Context: an optimization exercise on an open-source flow, tuned for small area and a short achievable clock period. The choices shown serve that exercise and are no tape-out recipe.
Function was checked by simulation only, so behaviour that the tests miss may differ from the original.

<file path="flow/run.sh">
#!/bin/bash
# synth_recipe.tcl (not shown) runs the flow's synth.tcl, then flattens the netlist and writes it again
# the make line also repeats each setting of config.mk as NAME=value (left out here)
make -C /OpenROAD-flow-scripts/flow DESIGN_CONFIG=/design/flow/config.mk WORK_HOME=/design/flow/orfs CLKGATE_MAP_FILE= SYNTH_SCRIPT=/design/flow/synth_recipe.tcl finish
</file>
<file path="flow/config.mk">
export PLATFORM = sky130hd
export DESIGN_NAME = dram_addr_map
export DESIGN_NICKNAME = dram_addr_map
export VERILOG_FILES = /design/flow/design.v
export SDC_FILE = /design/flow/constraint.sdc
export NUM_CORES = 4
export LEC_CHECK = 0
export CAP_MARGIN = 20
export CORE_MARGIN = 2
export CORE_UTILIZATION = 40
export SLEW_MARGIN = 20
</file>
<file path="flow/design.v">
module dram_addr_map (
    input  wire        clk,
    input  wire        rst,             
    input  wire [1:0]  cfg_bays,        
    input  wire [1:0]  cfg_first_quad,  
    input  wire [15:0] cfg_chan_mask,   
    input  wire [9:0]  cfg_cap_gib,     
    input  wire [2:0]  cfg_log2_nr,     
    input  wire        in_valid,
    input  wire [42:0] in_pa,
    output reg         out_valid,
    output reg  [3:0]  out_bay,
    output reg  [15:0] out_set,
    output reg  [20:0] out_tag,
    output reg         out_edge,
    output reg  [1:0]  out_slot,
    output reg  [3:0]  out_chan,
    output reg  [32:0] out_line,
    output reg         out_sub,
    output reg  [10:0] out_col,
    output reg  [2:0]  out_bg,
    output reg  [1:0]  out_bank,
    output reg  [3:0]  out_rank,
    output reg  [19:0] out_row
);
    localparam [37:0] HOLE_BASE = 38'd4194303;   
    localparam [42:0] FOUR_GIB  = 43'h001_0000_0000;
    reg        s0_valid;
    reg [42:0] s0_pa;
    always @(posedge clk) begin
        if (rst) s0_valid <= 1'b0;
        else     s0_valid <= in_valid;
        s0_pa <= in_pa;
    end
    wire [34:0] u = s0_pa[42:8];
    wire [1:0]  q = s0_pa[7:6] ^ s0_pa[15:14] ^ s0_pa[23:22]
                  ^ s0_pa[31:30] ^ s0_pa[39:38];
    wire [1:0]  t = u % 3;
    wire [34:0] d = u / 3;
    reg  [3:0]  idx;       
    reg  [2:0]  m;         
    reg  [1:0]  r;         
    reg  [15:0] set_idx;
    reg  [20:0] tag;
    always @(*) begin
        case (cfg_bays)
            2'd0: begin    
                idx     = {t, 2'b00} + {2'b00, q};
                m       = 3'd1;
                r       = 2'd0;
                set_idx = d[15:0];
                tag     = {2'b00, d[34:16]};
            end
            2'd1: begin    
                idx     = {1'b0, t, 1'b0} + {3'b000, q[0]};
                m       = 3'd2;
                r       = {1'b0, s0_pa[7]};
                set_idx = {d[14:0], s0_pa[7]};
                tag     = {1'b0, d[34:15]};
            end
            default: begin  
                idx     = {2'b00, t};
                m       = 3'd4;
                r       = s0_pa[7:6];
                set_idx = {d[13:0], s0_pa[7:6]};
                tag     = d[34:14];
            end
        endcase
    end
    wire [1:0] qpos = idx / 3;             
    wire [1:0] j    = idx % 3;             
    wire [3:0] bay  = 4'd3 * {2'b00, cfg_first_quad} + idx;
    wire [1:0] quad = cfg_first_quad + qpos;
    reg [1:0] a_k;
    always @(*) begin
        case (cfg_bays)
            2'd0:    a_k = (qpos == 2'd0) ? 2'd3 : (qpos == 2'd1) ? 2'd1 : 2'd0;
            2'd1:    a_k = (qpos == 2'd0) ? 2'd2 : 2'd0;
            default: a_k = 2'd1;
        endcase
    end
    wire [37:0] z_raw  = m * (3 * {3'b000, d} + {36'd0, j}) + {36'd0, r};
    wire [37:0] z_hole = m * (HOLE_BASE + {36'd0, a_k});
    wire [37:0] z      = (s0_pa >= FOUR_GIB) ? z_raw - z_hole : z_raw;
    reg        s1_valid;
    reg [3:0]  s1_bay;
    reg [15:0] s1_set;
    reg [20:0] s1_tag;
    reg [1:0]  s1_quad;
    reg [37:0] s1_z;
    always @(posedge clk) begin
        if (rst) s1_valid <= 1'b0;
        else     s1_valid <= s0_valid;
        s1_bay  <= bay;
        s1_set  <= set_idx;
        s1_tag  <= tag;
        s1_quad <= quad;
        s1_z    <= z;
    end
    wire [3:0] mask = cfg_chan_mask[4*s1_quad +: 4];
    wire [2:0] n    = mask[0] + mask[1] + mask[2] + mask[3];
    wire [37:0] n_lines = ({28'd0, cfg_cap_gib} * n) << 24;
    wire        in_edge = s1_z >= n_lines;
    wire [37:0] slot    = s1_z - n_lines;
    reg [37:0] x_full;
    reg [1:0]  zmod;
    always @(*) begin
        case (n)
            3'd1:    begin x_full = s1_z;      zmod = 2'd0;          end
            3'd2:    begin x_full = s1_z >> 1; zmod = {1'b0, s1_z[0]}; end
            3'd3:    begin x_full = s1_z / 3;  zmod = s1_z % 3;      end
            default: begin x_full = s1_z >> 2; zmod = s1_z[1:0];     end
        endcase
    end
    wire [1:0] entry = in_edge ? 2'd0 : zmod;
    reg  [1:0] cpos;
    reg  [2:0] seen;
    integer    b;
    always @(*) begin
        cpos = 2'd0;
        seen = 3'd0;
        for (b = 0; b < 4; b = b + 1) begin
            if (mask[b]) begin
                if (seen == {1'b0, entry}) cpos = b[1:0];
                seen = seen + 3'd1;
            end
        end
    end
    wire [32:0] x    = x_full[32:0];
    wire [19:0] xh   = x[32:13];
    wire [19:0] row  = xh >> cfg_log2_nr;
    wire [19:0] rank = xh & ~(20'hFFFFF << cfg_log2_nr);
    wire [6:0]  cb   = {x[10:6], x[2:1]};
    always @(posedge clk) begin
        if (rst) out_valid <= 1'b0;
        else     out_valid <= s1_valid;
        out_bay  <= s1_bay;
        out_set  <= s1_set;
        out_tag  <= s1_tag;
        out_edge <= in_edge;
        out_slot <= slot[1:0];
        out_chan <= {s1_quad, cpos};
        out_line <= x;
        out_sub  <= x[0];
        out_col  <= {cb, 4'b0000};
        out_bg   <= x[5:3] ^ row[2:0];
        out_bank <= x[12:11] ^ row[4:3];
        out_rank <= rank[3:0];
        out_row  <= row;
    end
endmodule
</file>
<file path="flow/constraint.sdc">
create_clock -name core_clock -period 22.0 [get_ports {clk}]
set_input_delay 4.4000 -clock core_clock [delete_from_list [all_inputs] [get_ports {clk}]]
set_output_delay 4.4000 -clock core_clock [all_outputs]
set_load 0.01 [all_outputs]
</file>
==> flow_summary.yaml <==
run_status:
  status: "no timing/DRC/antenna violations"
die:
  fp-row-count: 92
  core_area_mm2: 0.0630
  fp.dieW_um: 256
  initial_utilization_pct: 40.4
  die_y_um: 256
  io-pin-count: 202
  die-area_mm2: 0.0656
worst_setup_path:
  reg2reg_from: "s0_pa[38]$_DFF_P_"
  path_common_cell: "a21oi_1"
  start_kind: "flop"
  end_kind: "flop"
  rrSetupSlack_ns: 2.01
  worstSetupPathType: "reg2reg"
  reg2reg_depth: 99
  cp.required_ns: 22.48
  worst_r2r_endpoint: "s1_z[35]$_DFF_P_"
  crit_fanout: 26
  cpPeakStageDelay_ns: 0.56
  cp_data_arrival_time_ns: 20.48
  cp_slowest_cell: "a2111oi_2"
yosys:
  synth_fa_ha_area_share_pct: 16.4
  synth-seq-area-share_pct: 18.0
  syn_area_mm2: 0.0254
  synthSimpleGateAreaFrac_pct: 20.5
  synthCells: 3419
  synth_edf_count: 0
  synth_xor_area_share_pct: 5.82
  synthDistinctLibCells: 116
  ys_ff_latch: 229
  avgSynthCellArea_um2: 7.43
  async_flop_share_pct: 0
  synth-compound-area-share_pct: 27.3
  synth_top_family_by_area: "compound AO/OA/AOI/OAI gates"
  synthFlopType: "dfxtp_1"
  synth.area.mux_share_pct: 4.03
  yosys_warnings: 1
route:
  routedWlPerCell_um: 14.5
  viasPerCell: 5.42
  drc: 0
  via_count: 24000
  totalWireLength_um: 64200
  drtIter0Drc: 1712
  dr.pass1.iters: 7
  ant_nets: 0
sta:
  fin_crit_sh_pct: 90.9
  max_slew_margin_pct: 30.6
  worstMarginPinSlew_ns: 1.03
  skew_ns: 0.0279
  worst_slack_ns: 2.01
  hold_viol: 0
  fmax_ghz: 0.0500
  final.min_clock_period_ns: 19.99
  finalSetupViolations: 0
  drv_slew: 0
  holdWs_ns: 0.324
  fin_setup_tns_ns: 0
clock_tree:
  cts_root_buf: "clkbuf_16"
  clkTransAtPathRegs_ns: 0.06
  cts_tree: "yes"
  clkSinkCount: 229
  clock_path_buffers: 3
  cts.htree.levels: 1
  clk-insertion-delay-late_ns: 0.57
  cts_buffers: 27
hold_path:
  hold_depth: 0
  hold_path_class: "reg2reg"
  min_from: "s1_tag[2]$_DFF_P_"
  min_to: "out_tag[2]$_DFF_P_"
final_layout:
  nets: 3933
  drive_gt1_share_pct: 9.78
  nFillCells: 6358
  fin_cells: 4434
  diodes: 0
  seq_area_mm2: 0.00460
  multi_input_area_mm2: 0.0189
  syn_to_final_growth_pct: 16.7
job:
  drv_cap: 0
global_route:
  grt_max_degree: 74
  track_usage_pct: 19.0
  antenna_found_initial: 0
  grt_first_pass_wirelength_um: 108000
  first_global_vias: 21700
  grt_overflow: 0
placed_design:
  placed_cells: 4373
  gp_congestion: 0.905
  pre_cts_ws_ns: 1.03
  place.port_buffers: 190
  hpwl_um: 48100
==> stage by stage <==
stage / util [%] / cell area, um2
after floorplan: - / 25400
after global placement: 45.3 / 28500
after detailed placement: 45.3 / 28500
after CTS: 46.8 / 29500
after global routing: 47.1 / 29700
final: 47.1 / 29700
==> area by class of cell <==
cell class	count	area share, %
sequential	229	15.5
multi-input combinational	2699	63.8
clock buffer	34	2.47
tap	846	3.57
inverter	254	3.22
clock inverter	16	0.827
timing repair buffer	356	10.6
==> worst max-delay path by stage <==
stage | startpoint | endpoint | slack (ns) | cells after the start
final | s0_pa[38]$_DFF_P_ | s1_z[35]$_DFF_P_ | 2.01 | 99
after global routing | s0_pa[42]$_DFF_P_ | s1_z[35]$_DFF_P_ | -0.01 | 97
after CTS | s0_pa[39]$_DFF_P_ | s1_z[35]$_DFF_P_ | 0.97 | 98
after detailed placement | s0_pa[39]$_DFF_P_ | s1_z[35]$_DFF_P_ | 1.03 | 97
after global placement | s0_pa[39]$_DFF_P_ | s1_z[35]$_DFF_P_ | 1.10 | 98
after floorplan | s0_pa[42]$_DFF_P_ | s1_z[35]$_DFF_P_ | 3.00 | 98
==> Yosys cell counts, drive strengths merged, types with 48 or more instances <==
cell type,instances,area share [%]
ha,212,10
buf,66,1.5
o21ai,215,4.3
nand3,74,1.5
o21bai,66,2.0
nor3,74,1.6
o22ai,54,1.3
nor2,320,4.7
a21oi,299,5.9
mux2i,57,2.2
fa,75,5.9
dfxtp,229,18
clkbuf,176,2.6
nand2,352,5.2
xnor2,128,4.4
and2,48,1.2
inv,244,3.6
a31oi,49,1.2
==> flip-flops by register name (all words and copies together), names as in the netlist <==
name	cells
out_slot	2
s0_pa	37
out_rank	4
s1_bay	4
out_edge	1
out_tag	20
out_chan	4
s0_valid	1
out_bg	3
s1_z	38
out_valid	1
out_row	20
out_set	16
s1_tag	20
out_bank	2
s1_quad	2
out_bay	4
out_line	33
s1_valid	1
s1_set	16
==> cells in the final DEF, fill, tap and decap left out, types with 34 or more instances in the layout <==
cell / instances
a211oi_1: 34
a21oi_1: 296
a31oi_1: 48
and2_1: 45
buf_4: 165
clkdlybuf4s50_1: 188
dfxtp_1: 224
fa_1: 75
ha_1: 211
inv_1: 242
mux2i_1: 57
nand2_1: 350
nand2b_1: 37
nand3_1: 74
nor2_1: 316
nor2b_1: 40
nor3_1: 67
o21ai_0: 203
o21bai_1: 65
o22ai_1: 54
xnor2_1: 128
xor2_1: 41
==> metal layers <==
| metal | global-route usage [%] | wire [um] | up-vias |
|---|---|---|---|
| li1 | - | - | 12400 |
| met1 | 27.3 | 31300 | 11000 |
| met2 | 31.0 | 28900 | 600 |
| met3 | 2.01 | 3250 | 44 |
| met4 | 3.15 | 836 | 0 |
| met5 | 0 | 0 | - |
==> cells by family after synthesis <==
logic type,count (synthesis)
buffers and inverters,496
DFF,229
and+or+nand+nor,1101
xor gates and xnor gates,169
adders and majority gates,289
other,1
muxes,93
AOI/OAI and AO/OA,1041
==> what timing repair did <==
action,in CTS,in global routing
buffers inserted,0,11
gates resized for setup,0,25
hold buffers,0,0
setup endpoints to repair,0,14
==> critical path, delay by kind of cell (launching register included) <==
kind,cells,cell delay [ns]
muxes,2,0.49
and+or+nand+nor,31,5.13
buffers and inverters,8,1.21
DFF,1,0.49
adders and majority gates,9,3.00
xor gates and xnor gates,4,0.73
AOI/OAI and AO/OA,45,8.84

## re-timing with driven ports
The results above use ideal ports. As a check the final layout listed here was re-extracted and re-timed, cells and wires unchanged.
Step 1 sets driving cells, clkbuf_16 on the clock port and buf_2 on the other inputs (assumed; they add their load-dependent delay and slew).
Step 2 also shifts input and output timing later by t, the mid clock arrival at the registers, as if the neighbouring blocks saw the same clock.
a / b / c = ideal ports / drivers / drivers and shift; a / b = the first two.
t, ns: 0.621
slack for setup (ns): 2.007 / 2.007 / 2.007
worst hold slack (ns): 0.324 / 0.324 / 0.324
After both steps this run still meets setup and hold. The setup slack of this run moves by 0.000 ns with the drivers and by 0.000 ns with both steps.
